Background: an optimization exercise with open tools, aiming at small area, a short achievable clock period and few clock cycles per item. Do not read the settings as production practice. The RTL was checked by simulation tests, not by an equivalence proof against the original design.

==> job 6107: inputs <==
==> flow/design.v (excerpt) <==
module hmac_tag_check (
    input  wire         clk,
    input  wire         rst,         
    input  wire         start,
    output wire         ready,
    input  wire [255:0] key,         
    input  wire [255:0] tag,         
    input  wire [1:0]   tag_len,     
    input  wire [15:0]  msg_len,     
    input  wire         in_valid,
    output wire         in_ready,
    input  wire [31:0]  in_data,     
    output wire         done,
    output wire         pass,
    output wire [255:0] mac
);
clock: 10.0 ns
lec_check: 0
cap_margin: 20
core_margin: 2
core_utilization: 60
place_density: 0.72
setup_slack_margin: 5
slew_margin: 20
standard.sh (not shown) runs the stock make flow with config.mk's settings and CLKGATE_MAP_FILE= SYNTH_SCRIPT=/design/flow/synth_recipe.tcl, a recipe that flattens the netlist after the stock synthesis.
==> flow/flow/run.sh <==
#!/bin/bash
# Layout flow: the standard flow, with every port buffered by the
# smallest buffer (buf_1) instead of the delay buffer buffer_ports picks.
set -euo pipefail
export BUFFER_PORTS_ARGS="-buffer_cell sky130_fd_sc_hd__buf_1"
bash standard.sh synth > synth.log 2>&1
bash standard.sh > layout.log 2>&1
==> job 493: changes against job 6107 <==
--- a/flow/design.v
+++ b/flow/design.v
@@ -110,17 +110,19 @@
             mf = fd && (fp == P_MSG);
             rg = !tr && ({1'b0, fs} < js);
             need_f = mf && rnz && !rg && !(lb && fs[3:1] == 3'b111 && !tr);
         end
     endfunction
     wire norm     = !rec && !rs0 && !ri;
     wire trans    = norm && (bc == 7'd63 || bc == 7'd64);   
     wire bc_end   = norm && (bc == 7'd64);
-    wire init     = (bc_end && !pend) || ri;               
+    reg  init;               
+    reg  ikey;               
+    reg  zadd;               
     wire in_block = (phase == P_IKEY) || (phase == P_MSG) ||
                     (phase == P_OKEY) || (phase == P_OUTER);
     wire [2:0] nphase = next_phase(phase, lastblk);        
     wire [2:0] fphase = trans ? nphase : phase;
     wire [3:0] fslot  = (rs0 || (norm && bc == 7'd63)) ? 4'd0 :
                         (ri  || (norm && bc == 7'd64)) ? 4'd1 : bc[3:0] + 4'd2;
     wire       feed   = rs0 || ri || (norm && !pend && (trans || (bc < 7'd14)));    
     wire       fkey   = (fphase == P_IKEY) || (fphase == P_OKEY);
@@ -187,19 +189,19 @@
     always @(*) begin
         case (bc[1:0])
             2'd1:    begin iva = IV3; ive = IV7; end    
             2'd2:    begin iva = IV2; ive = IV6; end    
             2'd3:    begin iva = IV1; ive = IV5; end    
             default: begin iva = IV0; ive = IV4; end    
         endcase
     end
-    wire [31:0] suma = (civ ? iva : ha[3]) + (chain_zero ? 32'h0 : a);
-    wire [31:0] sume = (civ ? ive : he[3]) + (chain_zero ? 32'h0 : e);
-    wire [31:0] hnext = init ? (fkey ? IV7 : he[2]) : g;
+    wire [31:0] suma = (civ ? iva : ha[3]) + (zadd ? 32'h0 : a);
+    wire [31:0] sume = (civ ? ive : he[3]) + (zadd ? 32'h0 : e);
+    wire [31:0] hnext = init ? (ikey ? IV7 : he[2]) : g;
     wire [31:0] p_new = hnext + k_t + w[15];
     reg done_r, ready_r, in_ready_r;
     assign ready    = ready_r;
     assign in_ready = in_ready_r;
     integer i;
     reg [2:0]  phase_n;
     reg [6:0]  bc_n;
     reg        rec_n, rs0_n, ri_n, pend_n, done_n, civ_n;
@@ -303,16 +305,20 @@
         rem     <= rem_n;
         rem_nz  <= (rem_n != 16'd0);
         padded  <= padded_n;
         lastblk <= lastblk_n;
         lb_new  <= lb_new_n;
         civ     <= civ_n;
         done_r  <= done_n;
         ready_r <= (phase_n == P_IDLE) || (phase_n == P_DONE);
+        init <= (!rec_n && !rs0_n && !ri_n && !pend_n && bc_n == 7'd64) || ri_n;
+        ikey <= !ri_n && (next_phase(phase_n, lastblk_n) == P_IKEY ||
+                          next_phase(phase_n, lastblk_n) == P_OKEY);
+        zadd <= (rec_n && rcnt_n <= 5'd2) || rs0_n || ri_n;
         in_ready_r <= need_f(phase_n, bc_n, rec_n, rs0_n, ri_n, pend_n, jsave_n,
                              rem_n != 16'd0, lastblk_n);
         if (ready && start) begin
             tag_r     <= tag;
             tag_len_r <= tag_len;
             len_r     <= msg_len;
             for (i = 0; i < 8; i = i + 1)
                 ks[i] <= key[32*i +: 32];
@@ -329,17 +335,17 @@
             he[0] <= sume; he[1] <= he[0]; he[2] <= he[1]; he[3] <= he[2];
         end
     end
     always @(posedge clk) begin
         for (i = 0; i < 15; i = i + 1)
             w[i] <= w[i + 1];
         w[15] <= wtail;
         if (init) begin
-            if (fkey) begin
+            if (ikey) begin
                 a <= IV0; b <= IV1; c <= IV2; d <= IV3;
                 e <= IV4; f <= IV5; g <= IV6;
             end else begin
                 a <= suma;  b <= ha[0]; c <= ha[1]; d <= ha[2];
                 e <= sume;  f <= he[0]; g <= he[1];
             end
         end else begin
             a <= a_new; b <= a; c <= b; d <= c;
==> flow/config.mk (replaced) <==
export PLATFORM = sky130hd
export DESIGN_NAME = hmac_tag_check
export DESIGN_NICKNAME = hmac_tag_check
export VERILOG_FILES = /design/flow/design.v
export SDC_FILE = /design/flow/constraint.sdc
export NUM_CORES = 4
export LEC_CHECK = 0
export CAP_MARGIN = 30
export CORE_MARGIN = 2
export CORE_UTILIZATION = 60
export CTS_BUF_LIST = sky130_fd_sc_hd__clkbuf_8
export CTS_CLUSTER_DIAMETER = 40
export CTS_CLUSTER_SIZE = 12
export PLACE_DENSITY = 0.72
export SETUP_SLACK_MARGIN = 5
export SLEW_MARGIN = 30
==> summary of the runs <==
Worst setup slack: job 6107 is worse than job 493 (680 ps).
In job 6107 the die area is lower than in job 493, by 0.42%.
Register-to-register slack: job 493 is higher than job 6107 (730 ps).
Between job 6107 and job 493, the lower flip-flop and latch count is in job 6107 (gap 3).
Against job 493, the clock skew of job 6107 is higher by 4.2 ps.
Job 6107 produced a clean layout. Job 493 completed with no timing, DRC or antenna violations.
In job 493 the fmax is higher than in job 6107, by about 13%.
Testbench counts of job 6107, summed over its fixed seeds: cycles 121,413, items 320.
Testbench counts of job 493, summed over its fixed seeds: cycles 121,413, items 320.

## re-timing with driven ports
In the flow no input, the clock included, has a driving cell. The finished layouts below were timed again as built, in two steps. Step 1: set_driving_cell puts a clkbuf_16 on clk and a buf_2 on each other input, an assumption about the parent block. Step 2 moves the port delays by t, midway between the first and last clock arrival at a register: inputs arrive t later, outputs are due t later. That takes back most of the time a late clock gives input paths. Three values: ideal, step 1, step 2; two values: the first two.
run | t, ns | setup WS [ns] | hold WS [ns] | worst slew at a driven data input, ns
job 6107 | 0.903 | 3.951 / 3.951 / 3.771 | 0.282 / 0.282 / 0.282 | 0.10
job 493 | 1.074 | 4.628 / 4.536 / 4.105 | 0.314 / 0.314 / 0.314 | 0.11
After both steps setup and hold are still met in every run listed. For job 493, which loses most, drivers alone change the setup slack by -0.092 ns; drivers and shift together by -0.523 ns.
